From an optimization exercise on the open Yosys and OpenROAD flow, aimed at small area, a short achievable clock period and few clock cycles; shortcuts taken in it are not production practice. Function was checked by simulation only, so behaviour that the tests miss may differ from the original.

Setup of run A:
## rs_dec
module rs_dec (
    input  wire       clk,
    input  wire       rst,           
    input  wire       in_valid,
    output wire       in_ready,
    input  wire [9:0] in_sym,
    output reg        err_valid,
    output reg  [9:0] err_pos,       
    output reg  [9:0] err_val,       
    output reg        done_valid,
    output reg        done_uncorr,
    output reg  [4:0] done_nerr
);
Size in the first run: ~6,500 cells after synthesis, roughly 74,000 µm² of cells after synthesis.
clock: 12.0 ns
lec_check: 0
abc_clock_period_in_ps: 3500
cap_margin: 20
core_margin: 2
core_utilization: 40
slew_margin: 20
standard.sh (not shown) runs the stock make flow with config.mk's settings and CLKGATE_MAP_FILE= SYNTH_SCRIPT=/design/flow/synth_recipe.tcl, a recipe that flattens the netlist after the stock synthesis.
==> flow/flow/run.sh <==
#!/bin/bash
# Standard ORFS layout (the standard.sh, unchanged synthesis), with
# repair_timing asked for extra setup margin, larger clock-tree clusters and
# a denser core.
bash standard.sh SETUP_SLACK_MARGIN=8.5 CTS_CLUSTER_SIZE=22 CTS_CLUSTER_DIAMETER=60 CORE_UTILIZATION=65 finish > standard.log 2>&1
Testbench counts of run A, summed over its fixed seeds: cycles 108,530.
For run B, these inputs were changed with respect to run A:
Settings: ABC_CLOCK_PERIOD_IN_PS removed (was 3500).
==> flow/flow/run.sh <==
#!/bin/bash
# Standard ORFS layout (the standard.sh, unchanged synthesis), with
# repair_timing asked for extra setup margin and larger clock-tree clusters.
bash standard.sh SETUP_SLACK_MARGIN=8.5 CTS_CLUSTER_SIZE=30 CTS_CLUSTER_DIAMETER=50 finish > standard.log 2>&1
[summary]
- Relative to run A, run B degrades die area.
- Compare run A and run B | worst setup margin lower: run B
- Largest stage delay on the critical path (higher): run B
- Signal arrival time at the worst endpoint (run B over run A): increase, 0.13 ns
- The lower shortest clock period the worst path allows after layout came out of run A.
- Run A ended up with done_uncorr as its capturing instance or port of the critical path; run B ended up with in_ready.
- Number of setup buffers added after CTS (higher): run A
- On run B: final design area excluding fillers is 3.2% higher than what run A gave.
- Against run A, run B comes in 2 lower on total inserted antenna cells.
- Re layout overhead on the synthesized area: run A was lower than run B.
Input-level comparison between run C and run B:
==> flow/flow/run.sh <==
#!/bin/bash
# Standard ORFS layout (the standard.sh, unchanged synthesis), with
# repair_timing asked for extra setup margin, larger clock-tree clusters and
# a denser core.
bash standard.sh SETUP_SLACK_MARGIN=8.7 CTS_CLUSTER_SIZE=22 CTS_CLUSTER_DIAMETER=60 CORE_UTILIZATION=65 finish > standard.log 2>&1
[summary]
Reported for run C and run B, total of max-cap violations turned out identical to the last digit.
Run C has more setup slack than run B.
Part of the cycle the worst path needs on run C is down relative to run B.
#### Input delta (run D over run C)
==> flow/flow/run.sh <==
#!/bin/bash
# Standard ORFS layout (the standard.sh, unchanged synthesis), with
# repair_timing asked for extra setup margin, larger clock-tree clusters and
# a denser core.
bash standard.sh SETUP_SLACK_MARGIN=8.5 CTS_CLUSTER_SIZE=22 CTS_CLUSTER_DIAMETER=60 CORE_UTILIZATION=65 "CTS_BUF_LIST=sky130_fd_sc_hd__clkbuf_8 sky130_fd_sc_hd__clkbuf_16" finish > standard.log 2>&1
==> results.txt <==
Run D vs. run C: via count down about 0.8%. There was hardly any difference in register cell area after layout between run C and run D. Area after synthesis across run C and run D: no real change. Run D vs run C: global-route wire length before repair down slightly. | routing usage on met3 | run D vs run C | ≈ equal |. Run C → run D: routed length on met3 -about 2.7%; area of the multi-input gates level; routability congestion estimate from global placement went up; met1 routing resource usage after global routing lost 1.0 points; final cell count without fillers neither gained nor lost much.

========
rs_dec again, from the RTL that the note above started with.
==> flow/config.mk <==
export PLATFORM = sky130hd
export DESIGN_NAME = rs_dec
export DESIGN_NICKNAME = rs_dec
export VERILOG_FILES = /design/flow/design.v
export SDC_FILE = /design/flow/constraint.sdc
export NUM_CORES = 8
export LEC_CHECK = 0
export CAP_MARGIN = 20
export CORE_MARGIN = 2
export CORE_UTILIZATION = 40
export SLEW_MARGIN = 20
==> flow/constraint.sdc <==
create_clock -name core_clock -period 12.0 [get_ports {clk}]
set_input_delay 2.4000 -clock core_clock [delete_from_list [all_inputs] [get_ports {clk}]]
set_output_delay 2.4000 -clock core_clock [all_outputs]
set_load 0.01 [all_outputs]
==> flow/flow/run.sh <==
#!/bin/bash
# Standard ORFS layout (the standard.sh, unchanged synthesis), with
# repair_timing asked for extra setup margin, larger clock-tree clusters and
# a denser core.
bash standard.sh SETUP_SLACK_MARGIN=8.5 CTS_CLUSTER_SIZE=22 CTS_CLUSTER_DIAMETER=60 CORE_UTILIZATION=65 GPL_TIMING_DRIVEN=1 finish > standard.log 2>&1
The first run finished clean.
Testbench counts at the start, summed over its fixed seeds: cycles 108,530.
Next try:
==> flow/flow/run.sh (replaced) <==
#!/bin/bash
# Standard ORFS layout (the standard.sh, unchanged synthesis), with
# repair_timing asked for extra setup margin, larger clock-tree clusters and
# a denser core.
bash standard.sh SETUP_SLACK_MARGIN=8.5 CTS_CLUSTER_SIZE=22 CTS_CLUSTER_DIAMETER=60 CORE_UTILIZATION=65 finish > standard.log 2>&1
- ABC_AREA: not set -> 1
Result: Flip-flop and latch count is unchanged. Worst setup slack got worse by 0.042 ns. Register-to-register slack got worse by 0.11 ns. Design area goes up by 4.4%.

========
rs_dec again, from the RTL that the note above started with.
clock: 12.0 ns
lec_check: 0
cap_margin: 20
core_margin: 2
core_utilization: 40
slew_margin: 20
==> flow/flow/run.sh <==
#!/bin/bash
# Standard ORFS layout (the standard.sh, unchanged synthesis), with
# repair_timing asked for extra setup margin, larger clock-tree clusters and
# a denser core.
bash standard.sh SETUP_SLACK_MARGIN=8.5 CTS_CLUSTER_SIZE=22 CTS_CLUSTER_DIAMETER=60 CORE_UTILIZATION=80 PLACE_DENSITY=0.85 finish > standard.log 2>&1
Testbench counts at the start, summed over its fixed seeds: cycles 108,530.
Edit:
==> flow/flow/run.sh (replaced) <==
#!/bin/bash
# Standard ORFS layout (the standard.sh, unchanged synthesis), with
# repair_timing asked for extra setup margin, larger clock-tree clusters and
# a denser core.
bash standard.sh SETUP_SLACK_MARGIN=8.3 CTS_CLUSTER_SIZE=22 CTS_CLUSTER_DIAMETER=60 CORE_UTILIZATION=65 finish > standard.log 2>&1
Wire length drops by 2.6%.
Maximum frequency fell by 2.2%.
Cell count went up by 4.3%.
Die area came out higher by 23%.
Edit:
==> flow/flow/run.sh (replaced) <==
#!/bin/bash
# Standard ORFS layout (the standard.sh, unchanged synthesis), with
# repair_timing asked for extra setup margin, larger clock-tree clusters and
# a denser core.
bash standard.sh SETUP_SLACK_MARGIN=8.5 CTS_CLUSTER_SIZE=22 CTS_CLUSTER_DIAMETER=60 CORE_UTILIZATION=75 PLACE_DENSITY=0.8 finish > standard.log 2>&1
Sequential share of layout area increases by 0.28 points.
Design area decreases by 0.51%.
Register-to-register slack gets better by 0.11 ns.
Critical path depth stays the same.
Routed wire length decreases by 0.52%.

-- re-timing with driven ports --
In the flow no input, the clock included, has a driving cell. The finished layouts below were timed again as built, in two steps.
Step 1: set_driving_cell puts a clkbuf_16 on clk and a buf_2 on each other input, an assumption about the parent block.
Step 2 adds t to the input delays and takes it off the output delays; t is the mean of the earliest and latest rising clock arrival at the registers after step 1. Input paths then give back, and output paths get back, about the clock's delay inside the block.
Slacks: no drivers / after step 1 / after step 2; pairs: no drivers / after step 1.
run | shift t [ns] | slack for setup (ns) | worst hold slack (ns) | worst register clock-pin slew, ns
run A | 0.803 | 8.426 / 8.349 / 7.830 | 0.319 / 0.319 / 0.319 | 0.09 / 0.09
run B | 0.899 | 8.305 / 8.219 / 7.663 | 0.309 / 0.309 / 0.309 | 0.09 / 0.09
run C | 0.804 | 8.416 / 8.336 / 7.963 | 0.330 / 0.330 / 0.330 | 0.09 / 0.09
run D | 0.805 | 8.425 / 8.348 / 7.831 | 0.320 / 0.320 / 0.320 | 0.10 / 0.10
the first run of note 2 | 0.803 | 8.426 / 8.349 / 7.830 | 0.319 / 0.319 / 0.319 | 0.09 / 0.09
the second run of note 2 | 0.826 | 8.384 / 8.299 / 7.833 | 0.333 / 0.333 / 0.333 | 0.09 / 0.09
the first run of note 3 | 0.801 | 8.415 / 8.333 / 7.895 | 0.333 / 0.333 / 0.333 | 0.09 / 0.09
the second run of note 3 | 0.812 | 8.335 / 8.253 / 7.583 | 0.330 / 0.330 / 0.330 | 0.09 / 0.09
the third run of note 3 | 0.799 | 8.418 / 8.339 / 7.850 | 0.326 / 0.326 / 0.326 | 0.09 / 0.09
After both steps setup and hold are still met in every run listed. The setup slack of the second run of note 3, which loses most, moves by -0.082 ns with the drivers and by -0.752 ns with both steps.
